This is an optimization exercise on Yosys and OpenROAD, whose aim is small area, a short achievable clock period and few clock cycles per item, not a production implementation.
In this exercise RTL edits were held to simulation tests only and were not proved equivalent to the original.
Power and IR drop assume default switching activity.

<file path="flow/run.sh">
#!/bin/bash
# synth_recipe.tcl (not shown) runs the flow's synth.tcl, then flattens the netlist and writes it again
# the make line also repeats each setting of config.mk as NAME=value (left out here)
make -C /OpenROAD-flow-scripts/flow DESIGN_CONFIG=/design/flow/config.mk WORK_HOME=/design/flow/orfs CLKGATE_MAP_FILE= SYNTH_SCRIPT=/design/flow/synth_recipe.tcl finish
</file>
<file path="flow/config.mk">
export PLATFORM = sky130hd
export DESIGN_NAME = fold_compressor
export DESIGN_NICKNAME = fold_compressor
export VERILOG_FILES = /design/flow/design.v
export SDC_FILE = /design/flow/constraint.sdc
export NUM_CORES = 4
export LEC_CHECK = 0
export CAP_MARGIN = 20
export CORE_MARGIN = 2
export CORE_UTILIZATION = 30
export SLEW_MARGIN = 20
export SYNTH_MEMORY_MAX_BITS = 8192
</file>
<file path="flow/constraint.sdc">
create_clock -name core_clock -period 12.0 [get_ports {clk}]
set_input_delay 2.4000 -clock core_clock [delete_from_list [all_inputs] [get_ports {clk}]]
set_output_delay 2.4000 -clock core_clock [all_outputs]
set_load 0.01 [all_outputs]
</file>
<file path="flow/design.v">
module fold_compressor (
    input  wire        clk,
    input  wire        rst,
    input  wire        in_valid,
    output wire        in_ready,
    input  wire [63:0] in_data,
    input  wire        in_compress,
    output reg         out_valid,
    input  wire        out_ready,
    output reg  [63:0] out_data,
    output reg         out_last
);
    localparam [2:0] F_ZERO = 3'd0, F_SP8 = 3'd1, F_SP16 = 3'd2,
                     F_SP32 = 3'd3, F_RAW = 3'd4;
    localparam [2:0] S_IN   = 3'd0,    
                     S_DEC  = 3'd1,    
                     S_HDR  = 3'd2,    
                     S_BMAP = 3'd3,    
                     S_DATA = 3'd4,    
                     S_PAD  = 3'd5,    
                     S_RAW  = 3'd6;    
    reg [2:0] state;
    reg [63:0]  buffer [0:63];
    reg [5:0]   wr_ptr;
    reg         compress;
    reg [9:0]   n8;                
    reg [8:0]   n16;               
    reg [7:0]   n32;               
    reg [511:0] bmap8;
    reg [255:0] bmap16;
    reg [127:0] bmap32;
    reg [2:0]   format;
    reg [3:0]   sectors;
    reg [5:0]   rd_ptr;            
    reg         rd_done;           
    reg [6:0]   wcnt;              
    reg [127:0] queue;             
    reg [4:0]   qcnt;              
    assign in_ready = (state == S_IN);
    wire in_fire = in_valid && in_ready;
    reg [7:0] in_nz8;
    reg [3:0] in_nz16;
    reg [1:0] in_nz32;
    reg [3:0] in_c8;
    reg [2:0] in_c16;
    reg [1:0] in_c32;
    integer i;
    always @(*) begin
        in_c8 = 4'd0; in_c16 = 3'd0; in_c32 = 2'd0;
        for (i = 0; i < 8; i = i + 1) begin
            in_nz8[i] = |in_data[8*i +: 8];
            in_c8 = in_c8 + {3'd0, in_nz8[i]};
        end
        for (i = 0; i < 4; i = i + 1) begin
            in_nz16[i] = |in_data[16*i +: 16];
            in_c16 = in_c16 + {2'd0, in_nz16[i]};
        end
        for (i = 0; i < 2; i = i + 1) begin
            in_nz32[i] = |in_data[32*i +: 32];
            in_c32 = in_c32 + {1'd0, in_nz32[i]};
        end
    end
    wire [3:0] s8  = 4'd1 + n8[9:6]  + {3'd0, |n8[5:0]};                   
    wire [10:0] b16 = 11'd32 + {1'b0, n16, 1'b0};                           
    wire [3:0] s16 = b16[9:6] + {3'd0, |b16[5:0]};
    wire [10:0] b32 = 11'd16 + {1'b0, n32, 2'b0};                           
    wire [3:0] s32 = b32[9:6] + {3'd0, |b32[5:0]};
    reg [2:0] best_f;
    reg [3:0] best_s;
    always @(*) begin
        best_f = F_SP8;
        best_s = s8;
        if (s16 < best_s) begin best_f = F_SP16; best_s = s16; end
        if (s32 < best_s) begin best_f = F_SP32; best_s = s32; end
        if (n8 == 10'd0) begin
            best_f = F_ZERO; best_s = 4'd0;
        end else if (!compress || best_s > 4'd7) begin
            best_f = F_RAW;  best_s = 4'd8;
        end
    end
    wire [63:0] rd_beat = buffer[rd_ptr];
    reg [7:0]  rd_sel;             
    reg [63:0] packed_bytes;
    reg [3:0]  packed_cnt;
    integer k;
    always @(*) begin
        for (k = 0; k < 8; k = k + 1) begin
            case (format)
                F_SP8:   rd_sel[k] = |rd_beat[8*k +: 8];
                F_SP16:  rd_sel[k] = |rd_beat[16*(k/2) +: 16];
                default: rd_sel[k] = |rd_beat[32*(k/4) +: 32];
            endcase
        end
        packed_bytes = 64'd0;
        packed_cnt   = 4'd0;
        for (k = 0; k < 8; k = k + 1) begin
            if (rd_sel[k]) begin
                packed_bytes[8*packed_cnt[2:0] +: 8] = rd_beat[8*k +: 8];
                packed_cnt = packed_cnt + 4'd1;
            end
        end
    end
    wire [6:0] data_beats = {sectors, 3'b000};
    wire       out_fire   = out_valid && out_ready;
    wire        q_send     = (state == S_DATA) && out_fire;
    wire [127:0] q_after   = q_send ? {64'd0, queue[127:64]} : queue;
    wire [4:0]  qcnt_after = q_send ? qcnt - 5'd8 : qcnt;
    wire        q_take     = (state == S_DATA) && !rd_done && (qcnt_after <= 5'd8);
    wire [127:0] q_added   = q_after | ({64'd0, packed_bytes} << {qcnt_after, 3'b000});
    reg [63:0] bmap_beat;
    always @(*) begin
        case (format)
            F_SP8:   bmap_beat = bmap8[64*wcnt[2:0] +: 64];
            F_SP16:  bmap_beat = bmap16[64*wcnt[1:0] +: 64];
            default: bmap_beat = bmap32[64*wcnt[0] +: 64];
        endcase
    end
    wire [6:0] bmap_beats = (format == F_SP8) ? 7'd8 : (format == F_SP16) ? 7'd4 : 7'd2;
    always @(*) begin
        out_valid = 1'b0;
        out_data  = 64'd0;
        out_last  = 1'b0;
        case (state)
            S_HDR: begin
                out_valid = 1'b1;
                out_data  = {57'd0, sectors, format};
                out_last  = (format == F_ZERO);
            end
            S_BMAP: begin
                out_valid = 1'b1;
                out_data  = bmap_beat;
            end
            S_DATA: begin
                out_valid = (qcnt >= 5'd8);
                out_data  = queue[63:0];
                out_last  = (wcnt == data_beats - 7'd1);
            end
            S_PAD: begin
                out_valid = 1'b1;
                out_data  = queue[63:0];
                out_last  = (wcnt == data_beats - 7'd1);
            end
            S_RAW: begin
                out_valid = 1'b1;
                out_data  = rd_beat;
                out_last  = (wcnt == 7'd63);
            end
            default: ;
        endcase
    end
    always @(posedge clk) begin
        if (in_fire)
            buffer[wr_ptr] <= in_data;
    end
    always @(posedge clk) begin
        if (rst) begin
            state   <= S_IN;
            wr_ptr  <= 6'd0;
            rd_ptr  <= 6'd0;
            rd_done <= 1'b0;
            wcnt    <= 7'd0;
            queue   <= 128'd0;
            qcnt    <= 5'd0;
            format  <= F_ZERO;
            sectors <= 4'd0;
            compress <= 1'b0;
            n8      <= 10'd0;
            n16     <= 9'd0;
            n32     <= 8'd0;
            bmap8   <= 512'd0;
            bmap16  <= 256'd0;
            bmap32  <= 128'd0;
        end else begin
            case (state)
                S_IN: begin
                    if (in_fire) begin
                        wr_ptr <= wr_ptr + 6'd1;
                        bmap8[8*wr_ptr +: 8]  <= in_nz8;
                        bmap16[4*wr_ptr +: 4] <= in_nz16;
                        bmap32[2*wr_ptr +: 2] <= in_nz32;
                        if (wr_ptr == 6'd0) begin
                            compress <= in_compress;
                            n8  <= {6'd0, in_c8};
                            n16 <= {6'd0, in_c16};
                            n32 <= {6'd0, in_c32};
                        end else begin
                            n8  <= n8  + {6'd0, in_c8};
                            n16 <= n16 + {6'd0, in_c16};
                            n32 <= n32 + {6'd0, in_c32};
                        end
                        if (wr_ptr == 6'd63)
                            state <= S_DEC;
                    end
                end
                S_DEC: begin
                    format  <= best_f;
                    sectors <= best_s;
                    state   <= S_HDR;
                end
                S_HDR: begin
                    if (out_fire) begin
                        wcnt    <= 7'd0;
                        rd_ptr  <= 6'd0;
                        rd_done <= 1'b0;
                        queue   <= 128'd0;
                        qcnt    <= 5'd0;
                        case (format)
                            F_ZERO:  state <= S_IN;
                            F_RAW:   state <= S_RAW;
                            default: state <= S_BMAP;
                        endcase
                    end
                end
                S_BMAP: begin
                    if (out_fire) begin
                        wcnt <= wcnt + 7'd1;
                        if (wcnt == bmap_beats - 7'd1)
                            state <= S_DATA;
                    end
                end
                S_DATA: begin
                    if (q_send)
                        wcnt <= wcnt + 7'd1;
                    if (q_take) begin
                        queue  <= q_added;
                        qcnt   <= qcnt_after + {1'b0, packed_cnt};
                        rd_ptr <= rd_ptr + 6'd1;
                        if (rd_ptr == 6'd63)
                            rd_done <= 1'b1;
                    end else begin
                        queue <= q_after;
                        qcnt  <= qcnt_after;
                    end
                    if (q_send && out_last)
                        state <= S_IN;
                    else if (rd_done && qcnt_after < 5'd8)
                        state <= S_PAD;
                end
                S_PAD: begin
                    if (out_fire) begin
                        wcnt  <= wcnt + 7'd1;
                        queue <= {64'd0, queue[127:64]};
                        qcnt  <= (qcnt > 5'd8) ? qcnt - 5'd8 : 5'd0;
                        if (out_last)
                            state <= S_IN;
                    end
                end
                S_RAW: begin
                    if (out_fire) begin
                        wcnt   <= wcnt + 7'd1;
                        rd_ptr <= rd_ptr + 6'd1;
                        if (out_last)
                            state <= S_IN;
                    end
                end
                default: state <= S_IN;
            endcase
        end
    end
endmodule
</file>
==> impl_metrics.toml <==
[run_status]
outcome = "complete, no violations"

[placement]
place_hpwl_um = 472000
numPortBuffers = 135
routabilityCongestion = 0.987
place_ws_ps = 411

[clocking]
cts.clk_slew.worst_paths_ps = 60
cts.sinks = 5189
cts_buffer_depth = 4
holdBufCountCts = 0
cts_tree = "done"
cts_root_buffer = "clkbuf_16"
clkLatencyLatePin_ps = 1120
ctsHtreeMaxLevel = 6
cts_resized = 0
tritoncts.num_buffers = 531

[final_layout]
layout_commonest_cell = "edfxtp_1"
areaGrowthSynthToFinish_pct = 15.4
drive_above_1_share_pct = 20.5
nets = 14100
final_cell_mix = "edfxtp_1, nor2_1, dfxtp_1"

[worst_setup_path]
cp-start-kind = "flip-flop"
critical_path_class = "flip-flop to flip-flop"
cp.arrival_ps = 12450
cp.required_ps = 12900
crit_slowest_cell = "dfxtp_4"
worstSetupEndpointType = "flip-flop"
slowest_delay_ps = 770
critPathMaxFanout = 19
cp_common_cell = "ha_1"
r2r_setup_slack_ps = 460

[synthesis]
synthAdderAreaFrac_pct = 0.504
synth-simple-area-share_pct = 5.34
synth_compound_area_share_pct = 9.16
synthXorXnorAreaFrac_pct = 0.317
synthesis.area_um2 = 213000
synth_edf_count = 4096
synth_top_area_share_pct = 57.7
yosys_warnings = 1
synth_top_cell_by_area = "edfxtp_1"
ys.flop_type = "edfxtp_1"
synth_mux_area_share_pct = 14.3
ys_types = 115
async_flop_share_pct = 0
synth-seq-cells = 5189
avgSynthCellArea_um2 = 15.7
synth-seq-area-share_pct = 67.9
synth_top_family_by_area = "multiplexers"
synth_fp_nets = 13700
synthCells = 13600
netlist_top_cells_area = "edfxtp_1, mux4_2, dfxtp_1, a211oi_1, mux2i_1"

[pwr]
p_switching_mw = 8.93
power_density_nw_per_um2 = 155
power.share.sequential_pct = 51.3
irDropWorstVdd_mv = 0.185
power_leakage_nw = 74.0
pwr-share-comb_pct = 5.5
switching_share_pct = 23.4
clkPwrFrac_pct = 43.2
internal-power_mw = 29.2

[sta]
rsz0062_at_grt = "false"
fin_ws_ps = 459
max_freq_mhz = 86.6
fin_skew_ps = 117
period_needed_ps = 11540
relSlewSlack_pct = 16.0
hold_viol_final = 0
setup_viol = 0
setup_tns_ps = 0
tightest_slew_ps = 1250
slew_viol_final = 0
post-route-period-util_pct = 96.2

[detailed_routing]
via_per_inst = 5.73
wl_um = 798000
wl_per_cell_um = 33.5
ant_nets = 0
drc = 0
drtPass1Iterations = 9
first_iter_violations = 21200
vias = 137000

[die]
die_y_um = 847
num_io_pins = 136
initial_core_util_pct = 30.1
die_x_um = 847
dieArea_um2 = 718000
rows = 309
coreArea_um2 = 708000

[global_routing]
grt_max_degree = 114
grt_pass1_vias = 128000
grt_pass1_wl_um = 1080000
grt_usage_pct = 21.4
grt_overflow = 0
antenna_found_initial = 83

[min_path]
hold_start = "queue[14]"
min_path_type = "flip-flop to flip-flop"

[flow_run]
drv_cap = 0
-- stage by stage --
stage	power [mW]	instances	instance area [um2]	hold WS [ps]	utilization, %
3_3_place_gp	21.9	22900	229000	439	32.3
4_1_cts	38.1	23800	246000	457	34.7
2_1_floorplan	20.8	13600	213000	425	-
5_1_grt	38.9	23800	246000	488	34.7
3_5_place_dp	21.9	22900	229000	447	32.3
6_report	38.1	23800	246000	457	34.7
-- metal layers --
layer	part of all wire [%]	GRT usage (%)	wire length, um	vias up
met5	0.038	0	301	-
met4	4.9	8.67	39400	38
met3	11	4.97	88200	1637
met2	45	32.8	356000	8480
met1	39	29.2	314000	71400
li1	-	-	-	55000
-- repair_timing --
item	in CTS	in global routing
hold endpoints to repair	0	0
setup endpoints to repair	0	70
setup buffers	0	5
-- worst paths after layout --
path	endpoint	depth (start not counted)
max	queue[80]	41
min reg2reg	queue[14]	2
min	queue[14]	2
max reg2reg	queue[80]	41
-- cell usage after synthesis, drive strengths merged, types with 45 or more instances --
master and n:
edfxtp 4096, nor2 1361, dfxtp 1093, mux4 1032, a211oi 947, clkbuf 669, mux2i 628, nand2 627
buf 371, a21oi 279, o21ai 219, a22oi 196, o22ai 184, nand3 150, o221ai 132, inv 128
a221oi 117, nor3 109, a22o 104, mux2 80, ha 70, and2 64, a31oi 51, a32oi 50
xnor2 50, nand4 45
-- cell families after synthesis --
| group | Yosys count |
|---|---|
| flops | 5189 |
| compound gates | 2668 |
| simple gates | 2630 |
| mux | 1740 |
| buf+inv | 1169 |
| fa+ha+maj | 80 |
| xor+xnor | 74 |
-- layout make-up --
cell class	instances	area [um2]
inverters	129	499
diodes	32	80.1
flip-flops and latches	5189	145000
clock buffers	703	14400
repair buffers	869	7380
fillers	67300	462000
multi-input cells	7193	64400
well taps	9485	11900
clock inverters	232	2610
-- worst max-delay path, delay by kind of cell (launching register included) --
family          cells  cell delay [ps]
flops               1              770
fa+ha+maj           7             2000
mux                 1              390
buf+inv             7             1010
simple gates        8             2720
compound gates     18             4330
-- power groups by stage --
stage                     sequential, mW  clock [mW]  combinational [mW]
after floorplan                     19.9           0               0.833
after global routing                19.6        17.3                2.12
after detailed placement            19.9           0                1.99
after CTS                           19.6        16.6                1.99
after global placement              19.9           0                1.97
final                               19.6        16.5                2.08
-- flip-flops by register name (all words and copies together), names as in the netlist, named ones only --
register  cells
compress      1
bmap32      128
wcnt          7
n32           8
wr_ptr        6
qcnt          5
bmap8       512
queue       128
rd_done       1
format        3
rd_ptr        6
buffer     4096
state         3
bmap16      256
n16           9
n8           10
sectors       4
Testbench counts, summed over its fixed seeds: cycles 50,566, items 384.

[afterwards: timing with drivers on the ports]
Ports are ideal in the flow. The routed layout listed here was re-timed in OpenROAD.
Step 1: set_driving_cell puts a clkbuf_16 on clk and a buf_2 on each other input, an assumption about the parent block.
Step 2 adds t to the input delays and takes it off the output delays; t is the mean of the earliest and latest rising clock arrival at the registers after step 1. Input paths then give back, and output paths get back, about the clock's delay inside the block.
Three values: no drivers, after step 1, after step 2; two values: the first two.
t, ns: 1.190
setup WS [ns]: 0.459 / 0.459 / 0.459
hold WS [ns]: 0.457 / 0.457 / 0.457
slew at the worst register clock pin (ns): 0.08 / 0.08
worst slew at a driven data input, ns: 0.34
After both steps this run still meets setup and hold. The setup slack of this run moves by 0.000 ns with the drivers and by 0.000 ns with both steps.
